Context: an optimization exercise on an open-source flow, tuned for small area, a short achievable clock period and few clock cycles per item. The choices shown serve that exercise and are no tape-out recipe. The RTL was checked by simulation tests, not by an equivalence proof against the original design.

==> inputs of job 4396 <==
Design rs72_dec, start of the top module:
module rs72_dec (
    input             clk,
    input             rst,
    input             in_valid,
    output            in_ready,
    input      [63:0] in_data,
    output            out_valid,
    output     [63:0] out_data,
    output            out_last,
    output            out_corrected,
    output            out_uncorrectable,
    output     [1:0]  out_nerr
);
Settings: LEC_CHECK=0, CAP_MARGIN=20, CORE_MARGIN=2, CORE_UTILIZATION=40, PLACE_DENSITY=0.6, SLEW_MARGIN=20; clock period 32.0 ns.
standard.sh (not shown) runs the stock make flow with config.mk's settings and CLKGATE_MAP_FILE= SYNTH_SCRIPT=/design/flow/synth_recipe.tcl, a recipe that flattens the netlist after the stock synthesis.
==> flow/flow/run.sh <==
#!/bin/bash
set -euo pipefail
export BUFFER_PORTS_ARGS="-buffer_cell sky130_fd_sc_hd__buf_2"
bash standard.sh finish > flow_standard.log 2>&1
==> job 3226: changes against job 4396 <==
--- a/flow/design.v
+++ b/flow/design.v
@@ -76,49 +76,53 @@
             di = INV16[4*d +: 4];
             cinv = {m4(a[7:4], di), m4(a[7:4] ^ a[3:0], di)};
         end
     endfunction
     integer i, j, k;
     reg [63:0]  ring [0:L-1];
     reg [L-1:0] live;       
-    reg [L-1:0] first;      
-    reg [L-1:0] upar;       
-    reg         in_rdy;
+    reg [3:0]   sid;        
+    reg [3:0]   start0;     
+    reg [3:0]   start1;     
+    reg         in_rdy;     
     reg         wsel;       
+    reg         cond;       
     reg [3:0]   inb;        
     reg         inpar;      
     reg [3:0]   ph;         
     reg         fire;       
     reg [2:0]   ob;         
     reg         hp;         
     reg         rdy;        
     reg         fresh;      
     reg         sfirst;     
     reg         ev0, ev1, ev2, ev3, ev4;
-    wire accept = in_valid & in_rdy;
+    wire accept = in_valid & wsel & cond;
     assign in_ready = in_rdy;
+    wire [3:0] sid_n  = (sid == L - 1) ? 4'd0 : sid + 4'd1;
     wire [2:0] ob_n   = fire ? ob + 3'd1 : ob;
     wire       hp_n   = (fire && ob == 3'd7) ? ~hp : hp;
     wire       rdy_n  = ev4 | (rdy & ~(fire && ob == 3'd7));
-    wire       fire_n = live[L-2] & ((ob_n != 3'd0) | (first[L-2] & (upar[L-2] == hp_n) & rdy_n));
+    wire       fire_n = live[L-2] & ((ob_n != 3'd0) | ((sid_n == (hp_n ? start1 : start0)) & rdy_n));
     wire       free_n = ~live[L-2] | fire_n;
+    wire       cond_n = accept | inb == 4'd0 | inb == 4'd8 | ph == 4'd0;
     always @(posedge clk) begin
         for (i = 1; i < L; i = i + 1) ring[i] <= ring[i-1];
         ring[0] <= wsel ? in_data : ring[L-1];
-        for (i = 1; i < L; i = i + 1) begin
-            first[i] <= first[i-1];
-            upar[i]  <= upar[i-1];
-        end
-        first[0] <= in_rdy ? (inb == 4'd0) : first[L-1];
-        upar[0]  <= in_rdy ? inpar : upar[L-1];
-        sfirst   <= (inb == 4'd0);
+        sfirst  <= (inb == 4'd0);
+        if (accept && inb == 4'd0) begin
+            if (inpar) start1 <= sid;
+            else       start0 <= sid;
+        end
         if (rst) begin
             live   <= {L{1'b0}};
+            sid    <= 4'd0;
             in_rdy <= 1'b1;
             wsel   <= 1'b1;
+            cond   <= 1'b1;
             inb    <= 4'd0;
             inpar  <= 1'b0;
             ph     <= 4'd0;
             fire   <= 1'b0;
             ob     <= 3'd0;
             hp     <= 1'b0;
             rdy    <= 1'b0;
@@ -127,16 +131,18 @@
             ev1    <= 1'b0;
             ev2    <= 1'b0;
             ev3    <= 1'b0;
             ev4    <= 1'b0;
         end else begin
             for (i = 1; i < L; i = i + 1) live[i] <= live[i-1];
             live[0] <= (accept && inb != 4'd8) | (live[L-1] & ~fire);
-            in_rdy  <= free_n & (accept | inb == 4'd0 | inb == 4'd8 | ph == 4'd0);
+            sid     <= sid_n;
+            in_rdy  <= free_n & cond_n;
             wsel    <= free_n;
+            cond    <= cond_n;
             if (accept) begin
                 inb <= (inb == 4'd8) ? 4'd0 : inb + 4'd1;
                 if (inb == 4'd8) inpar <= ~inpar;
             end
             ph    <= (accept && inb != 4'd8) ? 4'd1 : (ph == L - 1) ? 4'd0 : ph + 4'd1;
             fire  <= fire_n;
             ob    <= ob_n;
@@ -459,18 +465,20 @@
         if (fresh) synv <= sn;
     reg [7:0] s [0:7];
     reg [7:0] det, s1n, s2n, den, num, iden, inum;
     reg       c_dz, c_zero;
     reg [7:0] h_s [0:7];      
     reg [7:0] p_den, p_num, p_s2n;
     reg       p_dz, p_zero;
-    reg [7:0] q_sg1, q_sg2, q_isg1;
+    reg [7:0] k_sg1, k_sg2;   
+    reg [7:0] q_isg1;
     reg       q_dz, q_zero;
-    reg [7:0] r_sg1, r_sg2, r_t, r_u;
-    reg       r_dz, r_zero, r_ok123;
+    reg [7:0] r_t, r_u;
+    reg       r_dz, r_zero, r_ok12;
+    reg [7:0] r_e3;           
     reg [7:0] ma [0:5];
     reg [7:0] mb [0:5];
     reg [7:0] mp [0:5];
     reg [7:0] y;
     always @* begin
         for (j = 0; j < 8; j = j + 1) s[j] = clin(synv[8*j +: 8], TCOLS);
         iden = cinv(p_den);
@@ -488,28 +496,28 @@
         end
         if (ev2) begin
             ma[0] = p_num; mb[0] = iden;
             ma[1] = p_s2n; mb[1] = iden;
             ma[2] = p_den; mb[2] = inum;
         end
         if (ev3) begin
-            ma[0] = q_sg2;  mb[0] = csq(q_isg1);
+            ma[0] = k_sg2;  mb[0] = csq(q_isg1);
             ma[1] = h_s[1]; mb[1] = q_isg1;
-            ma[3] = q_sg1;  mb[3] = h_s[3];
-            ma[4] = q_sg1;  mb[4] = h_s[4];
-            ma[5] = q_dz ? q_sg1 : q_sg2; mb[5] = h_s[2];
-            ma[2] = q_sg2;  mb[2] = h_s[3];
+            ma[3] = k_sg1;  mb[3] = h_s[3];
+            ma[4] = k_sg1;  mb[4] = h_s[4];
+            ma[5] = q_dz ? k_sg1 : k_sg2; mb[5] = h_s[2];
+            ma[2] = k_sg2;  mb[2] = h_s[3];
         end
         if (ev4) begin
-            ma[0] = r_sg1;  mb[0] = y;
+            ma[0] = k_sg1;  mb[0] = y;
             ma[2] = h_s[0]; mb[2] = y;
-            ma[3] = r_sg1;  mb[3] = h_s[5];
-            ma[4] = r_sg1;  mb[4] = h_s[6];
-            ma[5] = r_sg2;  mb[5] = h_s[4];
-            ma[1] = r_sg2;  mb[1] = h_s[5];
+            ma[3] = k_sg1;  mb[3] = h_s[5];
+            ma[4] = k_sg1;  mb[4] = h_s[6];
+            ma[5] = k_sg2;  mb[5] = h_s[4];
+            ma[1] = k_sg2;  mb[1] = h_s[5];
         end
         for (i = 0; i < 6; i = i + 1) mp[i] = cmul(ma[i], mb[i]);
         det  = mp[3] ^ csq(s[1]);
         s1n  = mp[4] ^ mp[5];
         s2n  = mp[0] ^ csq(s[2]);
         c_dz = (det == 8'd0);
         den  = c_dz ? s[0] : det;
@@ -522,84 +530,89 @@
         if (ev1)
             for (j = 0; j < 8; j = j + 1) h_s[j] <= s[j];
         p_den  <= den;
         p_num  <= num;
         p_s2n  <= s2n;
         p_dz   <= c_dz;
         p_zero <= c_zero;
-        q_sg1  <= mp[0];
-        q_sg2  <= p_dz ? 8'd0 : mp[1];
+        if (ev2) begin
+            k_sg1 <= mp[0];
+            k_sg2 <= p_dz ? 8'd0 : mp[1];
+        end
         q_isg1 <= mp[2];
         q_dz   <= p_dz;
         q_zero <= p_zero;
-        r_sg1  <= q_sg1;
-        r_sg2  <= q_sg2;
         r_t    <= mp[0];
         r_u    <= mp[1];
-        r_ok123 <= ((h_s[4] ^ mp[3] ^ (q_dz ? 8'd0 : mp[5])) == 8'd0) &&
-                   (!q_dz || (h_s[3] ^ mp[5]) == 8'd0) &&
-                   ((h_s[5] ^ mp[4] ^ mp[2]) == 8'd0);
+        r_ok12 <= ((h_s[4] ^ mp[3] ^ (q_dz ? 8'd0 : mp[5])) == 8'd0) &&
+                  (!q_dz || (h_s[3] ^ mp[5]) == 8'd0);
+        r_e3   <= h_s[5] ^ mp[4] ^ mp[2];
         r_dz   <= q_dz;
         r_zero <= q_zero;
     end
     reg [7:0] x1;
-    always @* x1 = r_dz ? r_sg1 : mp[0];
-    reg       f_chk, f_dz, f_zero, f_two, f_m1, f_m2;
+    always @* x1 = r_dz ? k_sg1 : mp[0];
+    reg       f_chk, f_dz, f_zero, f_two;
+    reg [7:0] f_e5;           
     reg [7:0] f_x1, f_x2, f_s0, f_u, f_s0y;
     always @(posedge clk) begin
         if (fire) begin
             f_x1 <= clin(f_x1, A8COLS);
             f_x2 <= clin(f_x2, A8COLS);
         end
         if (ev4) begin
-            f_m1   <= MEM[x1];
-            f_m2   <= MEM[x1 ^ r_sg1];
-            f_chk  <= r_ok123 &&
-                      ((h_s[6] ^ mp[3] ^ mp[5]) == 8'd0) &&
-                      ((h_s[7] ^ mp[4] ^ mp[1]) == 8'd0);
+            f_chk  <= r_ok12 && (r_e3 == 8'd0) &&
+                      ((h_s[6] ^ mp[3] ^ mp[5]) == 8'd0);
+            f_e5   <= h_s[7] ^ mp[4] ^ mp[1];
             f_dz   <= r_dz;
             f_zero <= r_zero;
-            f_two  <= (r_sg1 != 8'd0) && (r_sg2 != 8'd0) && !(^(r_t & TRMASK));
+            f_two  <= (k_sg1 != 8'd0) && (k_sg2 != 8'd0) && !(^(r_t & TRMASK));
             f_x1   <= x1;
-            f_x2   <= x1 ^ r_sg1;
+            f_x2   <= x1 ^ k_sg1;
             f_s0   <= h_s[0];
             f_u    <= r_u;
             f_s0y  <= mp[2];
         end
     end
+    reg        l_m1, l_m2;
+    always @(posedge clk)
+        if (fire && ob == 3'd0) begin
+            l_m1 <= MEM[f_x1];
+            l_m2 <= MEM[f_x2];
+        end
     reg [7:0]  yc1, yc2, f_y1, f_y2;
-    reg        ok1, ok2, e_v1, e_v2;
+    reg        m1, m2, ok1, ok2, e_v1, e_v2;
     reg [1:0]  e_nerr;
     reg [63:0] fix;
     always @* begin
         yc2 = f_u ^ f_s0y;
         yc1 = f_dz ? f_s0 : (yc2 ^ f_s0);
         f_y1 = clin(yc1, TICOLS);
         f_y2 = clin(yc2, TICOLS);
-        ok1 = f_chk && (f_s0 != 8'd0) && f_m1;
-        ok2 = f_chk && f_two && f_m1 && f_m2;
+        m1  = (ob == 3'd0) ? MEM[f_x1] : l_m1;
+        m2  = (ob == 3'd0) ? MEM[f_x2] : l_m2;
+        ok1 = f_chk && (f_e5 == 8'd0) && (f_s0 != 8'd0) && m1;
+        ok2 = f_chk && (f_e5 == 8'd0) && f_two && m1 && m2;
         e_v1 = !f_zero && (f_dz ? ok1 : ok2);
         e_v2 = !f_zero && !f_dz && ok2;
         e_nerr = e_v2 ? 2'd2 : e_v1 ? 2'd1 : 2'd0;
         for (k = 0; k < 8; k = k + 1) begin
             fix[8*k +: 8] = ring[L-1][8*k +: 8];
             if (e_v1 && f_x1 == LANE[8*k +: 8]) fix[8*k +: 8] = fix[8*k +: 8] ^ f_y1;
             if (e_v2 && f_x2 == LANE[8*k +: 8]) fix[8*k +: 8] = fix[8*k +: 8] ^ f_y2;
         end
     end
     reg [63:0] o_data;
     reg        o_valid, o_last, o_corr, o_unc;
     reg [1:0]  o_nerr;
     always @(posedge clk) begin
         o_data <= fix;
-        if (fire && ob == 3'd7) begin
-            o_nerr <= e_nerr;
-            o_unc  <= !f_zero && !e_v1;
-            o_corr <= e_v1;
-        end
+        o_nerr <= e_nerr;
+        o_unc  <= !f_zero && !e_v1;
+        o_corr <= e_v1;
         if (rst) begin
             o_valid <= 1'b0;
             o_last  <= 1'b0;
         end else begin
             o_valid <= fire;
             o_last  <= fire && ob == 3'd7;
         end
- CORE_UTILIZATION: 40 -> 55
- CTS_CLUSTER_DIAMETER: default -> 80
- CTS_CLUSTER_SIZE: default -> 24
- PLACE_DENSITY: 0.6 -> 0.7
==> job 873: changes against job 4396 <==
--- a/flow/design.v
+++ b/flow/design.v
@@ -27,17 +27,15 @@
     localparam [63:0]   TCOLS  = 64'h1648c13221402b01;
     localparam [63:0]   TICOLS = 64'h2504095744994e01;
     localparam [63:0]   QCOLS  = 64'h0094a67814080a06;
     localparam [63:0]   SQCOLS = 64'hc832491f0c030401;
     localparam [7:0]    TRMASK = 8'h80;
     localparam [3:0]    LAM    = 4'hf;
     localparam [63:0]   INV16  = 64'h834a5c2f67bde910;
-    localparam [255:0]  MEM    = 256'h0e08880100e2002640048e320020071954a58812e00401b740071e4a05480436;
-    localparam [63:0]   A8COLS = 64'hd5fbec76e378a452;
-    localparam [63:0]   LANE   = 64'h31af8875048a3084;
+    localparam [2047:0] POS    = 2048'h00000000bdb2be0000000000aa0000008e000000980000000000000000000092000000000000000090889b0000009c00000000000000000000008b00008ac20000bc0000000000000000000000a0000086000000a6b88d000000b39d0000b50000000000000000000000b10000000000000000000082a985000000809f0000a300b000ba0091000096008400009300b499000000ad000000000000a10000ac009aa8af00000000000000000000bf000000000000000000c18c00a4a700a295c500bb0000000000000000000000c387810000009ec6aeb700008900009700c40000000000008f00b900c00000ab00000000000000009400000000b68300a5c700;
     function automatic [3:0] m4(input [3:0] p, input [3:0] q);
         integer i;
         reg [3:0] r, x;
         begin
             r = 4'd0;
             x = p;
             for (i = 0; i < 4; i = i + 1) begin
@@ -463,24 +461,24 @@
     reg [7:0] h_s [0:7];      
     reg [7:0] p_den, p_num, p_s2n;
     reg       p_dz, p_zero;
     reg [7:0] q_sg1, q_sg2, q_isg1;
     reg       q_dz, q_zero;
     reg [7:0] r_sg1, r_sg2, r_t, r_u;
     reg       r_dz, r_zero, r_ok123;
-    reg [7:0] ma [0:5];
-    reg [7:0] mb [0:5];
-    reg [7:0] mp [0:5];
+    reg [7:0] ma [0:6];
+    reg [7:0] mb [0:6];
+    reg [7:0] mp [0:6];
     reg [7:0] y;
     always @* begin
         for (j = 0; j < 8; j = j + 1) s[j] = clin(synv[8*j +: 8], TCOLS);
         iden = cinv(p_den);
         inum = cinv(p_num);
         y    = clin(r_t, QCOLS);
-        for (i = 0; i < 6; i = i + 1) begin
+        for (i = 0; i < 7; i = i + 1) begin
             ma[i] = 8'd0;
             mb[i] = 8'd0;
         end
         if (ev1) begin
             ma[3] = s[0]; mb[3] = s[2];
             ma[4] = s[1]; mb[4] = s[2];
             ma[5] = s[0]; mb[5] = s[3];
@@ -493,25 +491,25 @@
         end
         if (ev3) begin
             ma[0] = q_sg2;  mb[0] = csq(q_isg1);
             ma[1] = h_s[1]; mb[1] = q_isg1;
             ma[3] = q_sg1;  mb[3] = h_s[3];
             ma[4] = q_sg1;  mb[4] = h_s[4];
             ma[5] = q_dz ? q_sg1 : q_sg2; mb[5] = h_s[2];
-            ma[2] = q_sg2;  mb[2] = h_s[3];
+            ma[6] = q_sg2;  mb[6] = h_s[3];
         end
         if (ev4) begin
             ma[0] = r_sg1;  mb[0] = y;
             ma[2] = h_s[0]; mb[2] = y;
             ma[3] = r_sg1;  mb[3] = h_s[5];
             ma[4] = r_sg1;  mb[4] = h_s[6];
             ma[5] = r_sg2;  mb[5] = h_s[4];
-            ma[1] = r_sg2;  mb[1] = h_s[5];
+            ma[6] = r_sg2;  mb[6] = h_s[5];
         end
-        for (i = 0; i < 6; i = i + 1) mp[i] = cmul(ma[i], mb[i]);
+        for (i = 0; i < 7; i = i + 1) mp[i] = cmul(ma[i], mb[i]);
         det  = mp[3] ^ csq(s[1]);
         s1n  = mp[4] ^ mp[5];
         s2n  = mp[0] ^ csq(s[2]);
         c_dz = (det == 8'd0);
         den  = c_dz ? s[0] : det;
         num  = c_dz ? s[1] : s1n;
         c_zero = 1'b1;
@@ -533,61 +531,57 @@
         q_zero <= p_zero;
         r_sg1  <= q_sg1;
         r_sg2  <= q_sg2;
         r_t    <= mp[0];
         r_u    <= mp[1];
         r_ok123 <= ((h_s[4] ^ mp[3] ^ (q_dz ? 8'd0 : mp[5])) == 8'd0) &&
                    (!q_dz || (h_s[3] ^ mp[5]) == 8'd0) &&
-                   ((h_s[5] ^ mp[4] ^ mp[2]) == 8'd0);
+                   ((h_s[5] ^ mp[4] ^ mp[6]) == 8'd0);
         r_dz   <= q_dz;
         r_zero <= q_zero;
     end
     reg [7:0] x1;
     always @* x1 = r_dz ? r_sg1 : mp[0];
-    reg       f_chk, f_dz, f_zero, f_two, f_m1, f_m2;
+    reg       f_chk, f_dz, f_zero, f_two;
     reg [7:0] f_x1, f_x2, f_s0, f_u, f_s0y;
     always @(posedge clk) begin
-        if (fire) begin
-            f_x1 <= clin(f_x1, A8COLS);
-            f_x2 <= clin(f_x2, A8COLS);
-        end
         if (ev4) begin
-            f_m1   <= MEM[x1];
-            f_m2   <= MEM[x1 ^ r_sg1];
             f_chk  <= r_ok123 &&
                       ((h_s[6] ^ mp[3] ^ mp[5]) == 8'd0) &&
-                      ((h_s[7] ^ mp[4] ^ mp[1]) == 8'd0);
+                      ((h_s[7] ^ mp[4] ^ mp[6]) == 8'd0);
             f_dz   <= r_dz;
             f_zero <= r_zero;
             f_two  <= (r_sg1 != 8'd0) && (r_sg2 != 8'd0) && !(^(r_t & TRMASK));
             f_x1   <= x1;
             f_x2   <= x1 ^ r_sg1;
             f_s0   <= h_s[0];
             f_u    <= r_u;
             f_s0y  <= mp[2];
         end
     end
-    reg [7:0]  yc1, yc2, f_y1, f_y2;
+    reg [7:0]  p1, p2, yc1, yc2, f_y1, f_y2;
     reg        ok1, ok2, e_v1, e_v2;
     reg [1:0]  e_nerr;
     reg [63:0] fix;
     always @* begin
+        p1  = POS[8*f_x1 +: 8];
+        p2  = POS[8*f_x2 +: 8];
         yc2 = f_u ^ f_s0y;
         yc1 = f_dz ? f_s0 : (yc2 ^ f_s0);
         f_y1 = clin(yc1, TICOLS);
         f_y2 = clin(yc2, TICOLS);
-        ok1 = f_chk && (f_s0 != 8'd0) && f_m1;
-        ok2 = f_chk && f_two && f_m1 && f_m2;
+        ok1 = f_chk && (f_s0 != 8'd0) && p1[7];
+        ok2 = f_chk && f_two && p1[7] && p2[7];
         e_v1 = !f_zero && (f_dz ? ok1 : ok2);
         e_v2 = !f_zero && !f_dz && ok2;
         e_nerr = e_v2 ? 2'd2 : e_v1 ? 2'd1 : 2'd0;
         for (k = 0; k < 8; k = k + 1) begin
             fix[8*k +: 8] = ring[L-1][8*k +: 8];
-            if (e_v1 && f_x1 == LANE[8*k +: 8]) fix[8*k +: 8] = fix[8*k +: 8] ^ f_y1;
-            if (e_v2 && f_x2 == LANE[8*k +: 8]) fix[8*k +: 8] = fix[8*k +: 8] ^ f_y2;
+            if (e_v1 && p1[6:0] == {ob, k[2:0]}) fix[8*k +: 8] = fix[8*k +: 8] ^ f_y1;
+            if (e_v2 && p2[6:0] == {ob, k[2:0]}) fix[8*k +: 8] = fix[8*k +: 8] ^ f_y2;
         end
     end
     reg [63:0] o_data;
     reg        o_valid, o_last, o_corr, o_unc;
     reg [1:0]  o_nerr;
     always @(posedge clk) begin
         o_data <= fix;
==> summary.txt <==
| item | job 3226 | job 4396 | job 873 |
|---|---|---|---|
| Run status | complete, no violations | complete, no violations | complete, no violations |
| Share of the final layout cell area in multi-input gates | 0.436 | 0.411 | 0.437 |
| GRT met1 Usage | 0.398 | 0.317 | 0.326 |
| Detailed-placement wirelength estimate | 116 mm | 122 mm | 130 mm |
| Maximum single-stage delay on the critical path | 0.36 ns | 0.88 ns | 0.41 ns |
| Worst setup EP type | output port | flop | output port |
| Setup slack after layout | 24.45 ns | 23.48 ns | 24.32 ns |
| Count of flip-flops and latches | 1278 | 1285 | 1283 |
| GRT met2 Usage | 0.479 | 0.359 | 0.374 |
| Final period util | 0.236 | 0.266 | 0.240 |
| XOR/XNOR share of the synthesized area | 0.264 | 0.272 | 0.261 |
| Average vias per placed instance | 5.61 | 5.03 | 5.20 |
| Register Area | 0.0277 mm² | 0.0275 mm² | 0.0275 mm² |
| Worst setup endpoint | out_data[15] | f_m2 | in_ready |
| Number of standard cells in the final layout excluding fillers | 6414 | 6972 | 7576 |
Testbench counts of job 4396, summed over its fixed seeds: cycles 14,512, units 1,600.
Testbench counts of job 3226, summed over its fixed seeds: cycles 14,512, units 1,600.
Testbench counts of job 873, summed over its fixed seeds: cycles 14,512, units 1,600.

## re-timing with driven ports
How much do the figures lean on ideal ports? The routed layouts below were timed once more, with nothing changed but the port constraints.
Step 1: set_driving_cell puts a clkbuf_16 on clk and a buf_2 on each other input, an assumption about the parent block.
Step 2, shift: input delay + t, output delay - t, t = (earliest + latest rising clock arrival at the registers) / 2. This alone moves slack from input paths to output paths.
Three values: ideal ports, drivers, drivers and shift; two values: the first two.
run	t, ns	setup WS [ns]	worst data-port slew with drivers (ns)
job 4396	0.789	23.483 / 23.483 / 23.483	0.07
job 3226	0.719	24.447 / 24.376 / 24.309	0.05
job 873	0.816	24.320 / 24.237 / 24.586	0.06
After both steps setup and hold are still met in every run listed. The setup slack of job 3226, which loses most, moves by -0.071 ns with the drivers and by -0.138 ns with both steps.
